Background: an optimization exercise with open tools, aiming at small area, a short achievable clock period and few clock cycles per item. Do not read the settings as production practice.
Where RTL was checked, it was by simulation tests only, not by an equivalence proof against the original.

// skive_enc
module skive_enc (
    input  wire        clk,
    input  wire        rst,           
    input  wire        in_valid,
    output reg         in_ready,
    input  wire [31:0] in_data,       
    input  wire [1:0]  in_fmt,        
    input  wire        in_last,       
    output reg         out_valid,
    input  wire        out_ready,
    output reg  [7:0]  out_mant,      
    output reg  [15:0] out_hdr,       
    output reg         out_last,      
    output reg         out_err        
);
==> flow/config.mk <==
export PLATFORM = sky130hd
export DESIGN_NAME = skive_enc
export DESIGN_NICKNAME = skive_enc
export VERILOG_FILES = /design/flow/design.v
export SDC_FILE = /design/flow/constraint.sdc
export NUM_CORES = 4
export LEC_CHECK = 0
export ABC_AREA = 1
export CAP_MARGIN = 20
export CORE_MARGIN = 2
export CORE_UTILIZATION = 40
export CTS_BUF_LIST = sky130_fd_sc_hd__clkbuf_8
export CTS_CLUSTER_DIAMETER = 50
export CTS_CLUSTER_SIZE = 16
export SLEW_MARGIN = 20
==> flow/constraint.sdc <==
create_clock -name core_clock -period 110.0 [get_ports {clk}]
set_input_delay 22.0000 -clock core_clock [delete_from_list [all_inputs] [get_ports {clk}]]
set_output_delay 22.0000 -clock core_clock [all_outputs]
set_load 0.01 [all_outputs]
standard.sh (not shown) runs the stock make flow with config.mk's settings and CLKGATE_MAP_FILE= SYNTH_SCRIPT=/design/flow/synth_recipe.tcl, a recipe that flattens the netlist after the stock synthesis.
==> flow/flow/run.sh <==
#!/bin/bash
# The standard layout, with the port buffers made of sky130_fd_sc_hd__buf_2
# instead of the delay buffers buffer_ports picks by default. The full output
# of the flow goes to standard.log in the work folder; ORFS's own per-step logs
# are under orfs/logs/.
set -euo pipefail
bash standard.sh 'BUFFER_PORTS_ARGS=-buffer_cell sky130_fd_sc_hd__buf_2' finish > standard.log 2>&1
Next try:
--- a/flow/design.v
+++ b/flow/design.v
@@ -31,15 +31,15 @@
     wire        wr_el   = in_valid && in_ready;
     wire        wr      = wpok || wr_el;
     wire [1:0]  wfmt_n  = (wcnt == 6'd0) ? in_fmt : wfmt;
     wire        wend    = (wcnt == ((wfmt_n == FMT_B8) ? 6'd31 : 6'd63));    
     wire [7:0]  in_e  = in_data[30:23];
     wire [5:0]  in_ec = (in_e == 8'hFF) ? 6'd63 : (in_e > 8'd149) ? 6'd53 :
                         (in_e > 8'd101) ? {~in_e[5], in_e[4:0]} :
-                        (in_e == 8'd0 && in_data[22:0] == 23'd0) ? 6'd0 : 6'd5;
+                        (in_e == 8'd0) ? 6'd0 : 6'd5;
     wire [EW-1:0] in_ent = {in_data[31], in_ec, in_data[22:7], |in_data[6:0]};
     wire [EW-1:0] wdata  = wpad ? {EW{1'b0}} : in_ent;
     reg         nw, nfirst, nlast;
     reg  [1:0]  nfmt;
     reg  [15:0] hkey;         
     reg         hnan;
     wire [5:0]  a_c  = wpos[22:17];
@@ -89,15 +89,15 @@
     wire        d_inc = a_st || ({1'b0, a_m} != d_mt);
     wire [11:0] d_mi  = d_mt + (d_inc ? d_one : 12'd0);      
     wire        d_cy  = d_mi[11];
     wire [5:0]  d_tb  = d_exp[5:0] + 6'd16 + {5'd0, d_cy};
     reg  [15:0] sc_key;
     always @* begin
         if (a_c == 6'd0)
-            sc_key = 16'd0;                                              
+            sc_key = (wpos[16:0] == 17'd0) ? 16'd0 : {6'd7, 10'd0};      
         else if (a_c == 6'd63 || d_exp > 10'sd30 || (d_exp == 10'sd30 && d_cy))
             sc_key = {6'd46, 10'h3FF};                                   
         else if (d_sh == 4'd11)
             sc_key = {6'd7, 10'd0};                                      
         else
             sc_key = {d_tb, d_cy ? 10'd0 : d_mi[9:0]};
     end
The new run went through all stages and came out clean.
Setup slack improves by 550 ps.
Routed wire length goes down by 2.0%.
First-iteration DRC count goes down by 3.7%.
Sequential share of layout area goes up by 0.30 points.
Via count goes down by 1.6%.
Function was not checked in any run of this note: the RTL went through the layout flow alone.

========
== the reference run ==
Another version of the RTL of skive_enc (not shown whole).
Size: ~3800 cells after synthesis, ~1700 flip-flops, ~0.047 mm2 of cells after synthesis.
clock: 110.0 ns
lec_check: 0
abc_area: 1
cap_margin: 20
core_margin: 2
core_utilization: 40
cts_buf_list: sky130_fd_sc_hd__clkbuf_8
cts_cluster_diameter: 50
cts_cluster_size: 16
slew_margin: 20
==> flow/flow/run.sh <==
#!/bin/bash
# The standard layout, with the port buffers made of sky130_fd_sc_hd__buf_2
# instead of the delay buffers buffer_ports picks by default, and clock tree
# synthesis without dummy loads. The full output of the flow goes to
# standard.log in the work folder; ORFS's own per-step logs are under
# orfs/logs/.
set -euo pipefail
bash standard.sh 'BUFFER_PORTS_ARGS=-buffer_cell sky130_fd_sc_hd__buf_2' \
  'CTS_ARGS=-sink_clustering_enable -repair_clock_nets -sink_clustering_size 16 -sink_clustering_max_diameter 50 -buf_list sky130_fd_sc_hd__clkbuf_8 -dont_use_dummy_load' \
  finish > standard.log 2>&1
The reference run finished all stages; the layout is clean.
Testbench counts of the reference run, summed over its fixed seeds: cycles 170,928, items 3,200.
Modified inputs, the trial run compared to the reference run
-- flow/design.v --
<<< the reference run, line 36
    wire [5:0]  in_ec = (in_e == 8'hFF) ? 6'd63 : (in_e > 8'd149) ? 6'd53 :
                        (in_e > 8'd101) ? {~in_e[5], in_e[4:0]} :
                        (in_e == 8'd0) ? 6'd0 : 6'd5;
    wire [EW-1:0] in_ent = {in_data[31], in_ec, in_data[22:7], |in_data[6:0]};
    wire [EW-1:0] wdata  = wpad ? {EW{1'b0}} : in_ent;
>>> the trial run, line 36
    wire [5:0]  in_ec = (in_e == 8'hFF) ? 6'd63 : (in_e > 8'd149) ? 6'd53 :
                        (in_e > 8'd101) ? {~in_e[5], in_e[4:0]} :
                        (in_e == 8'd0 && in_data[22:0] == 23'd0) ? 6'd0 : 6'd5;
    wire [EW-1:0] in_ent = {in_data[31], in_ec, in_data[22:7], |in_data[6:0]};
    wire [EW-1:0] wdata  = wpad ? {EW{1'b0}} : in_ent;
<<< the reference run, line 94
    always @* begin
        if (a_c == 6'd0)
            sc_key = (wpos[16:0] == 17'd0) ? 16'd0 : {6'd7, 10'd0};      
        else if (a_c == 6'd63 || d_exp > 10'sd30 || (d_exp == 10'sd30 && d_cy))
            sc_key = {6'd46, 10'h3FF};                                   
>>> the trial run, line 94
    always @* begin
        if (a_c == 6'd0)
            sc_key = 16'd0;                                              
        else if (a_c == 6'd63 || d_exp > 10'sd30 || (d_exp == 10'sd30 && d_cy))
            sc_key = {6'd46, 10'h3FF};                                   
<<< the reference run, line 192
            hnan <= hnan_n;
        end
        if (in_ready || wpok) begin
            wfmt   <= wfmt_n;
            nfirst <= (wcnt == 6'd0);
>>> the trial run, line 192
            hnan <= hnan_n;
        end
        if (wr) begin
            wfmt   <= wfmt_n;
            nfirst <= (wcnt == 6'd0);
Compared with the reference run, routed length on met3 in the trial run increased by more than 10%.
Looking only at synthesis-to-finish area growth, and setting everything else aside, the higher value of the reference run and the trial run goes to the reference run.
Per the comparison of the trial run with the reference run, average instance area after synthesis now sits lower; upper clock frequency limit now sits lower; cell count now sits higher; multi-input logic area now sits at about the same level.
Having completed the whole flow, the trial run delivered a layout that passed the timing, design-rule and antenna checks.
Delta (the trial run minus the reference run): via density per instance up about 0.33%, cell count after synthesis up 67, shortest period the worst path allows up 0.67 ns.
The reference run ended up with sky130_fd_sc_hd__edfxtp_1 as its slowest stage cell on the critical path; the trial run ended up with sky130_fd_sc_hd__nand4_1.
Only the layout flow was run in the trial run; the RTL was not checked for function there.

==> static timing again, ports no longer ideal <==
How much do the figures lean on ideal ports? The routed layouts below were timed once more, with nothing changed but the port constraints.
Step 1 sets driving cells, clkbuf_16 on the clock port and buf_2 on the other inputs (assumed; they add their load-dependent delay and slew).
Step 2 adds t to the input delays and takes it off the output delays; t is the mean of the earliest and latest rising clock arrival at the registers after step 1. Input paths then give back, and output paths get back, about the clock's delay inside the block.
a / b / c = no drivers / after step 1 / after step 2; a / b = the first two.
| run | t (ns) | setup WS [ns] | worst hold slack (ns) | worst data-port slew with drivers (ns) |
|---|---|---|---|---|
| the first run of note 1 | 0.855 | 85.955 / 85.998 / 85.143 | 0.312 / 0.312 / 0.312 | 0.03 |
| the second run of note 1 | 0.895 | 86.507 / 86.544 / 85.663 | 0.303 / 0.303 / 0.303 | 0.04 |
| the reference run | 0.835 | 86.683 / 86.618 / 86.067 | 0.233 / 0.233 / 0.233 | 0.03 |
| the trial run | 0.821 | 86.014 / 86.057 / 85.237 | 0.268 / 0.268 / 0.268 | 0.03 |
After both steps setup and hold are still met in every run listed. For the second run of note 1, which loses most, drivers alone change the setup slack by +0.037 ns; drivers and shift together by -0.844 ns.
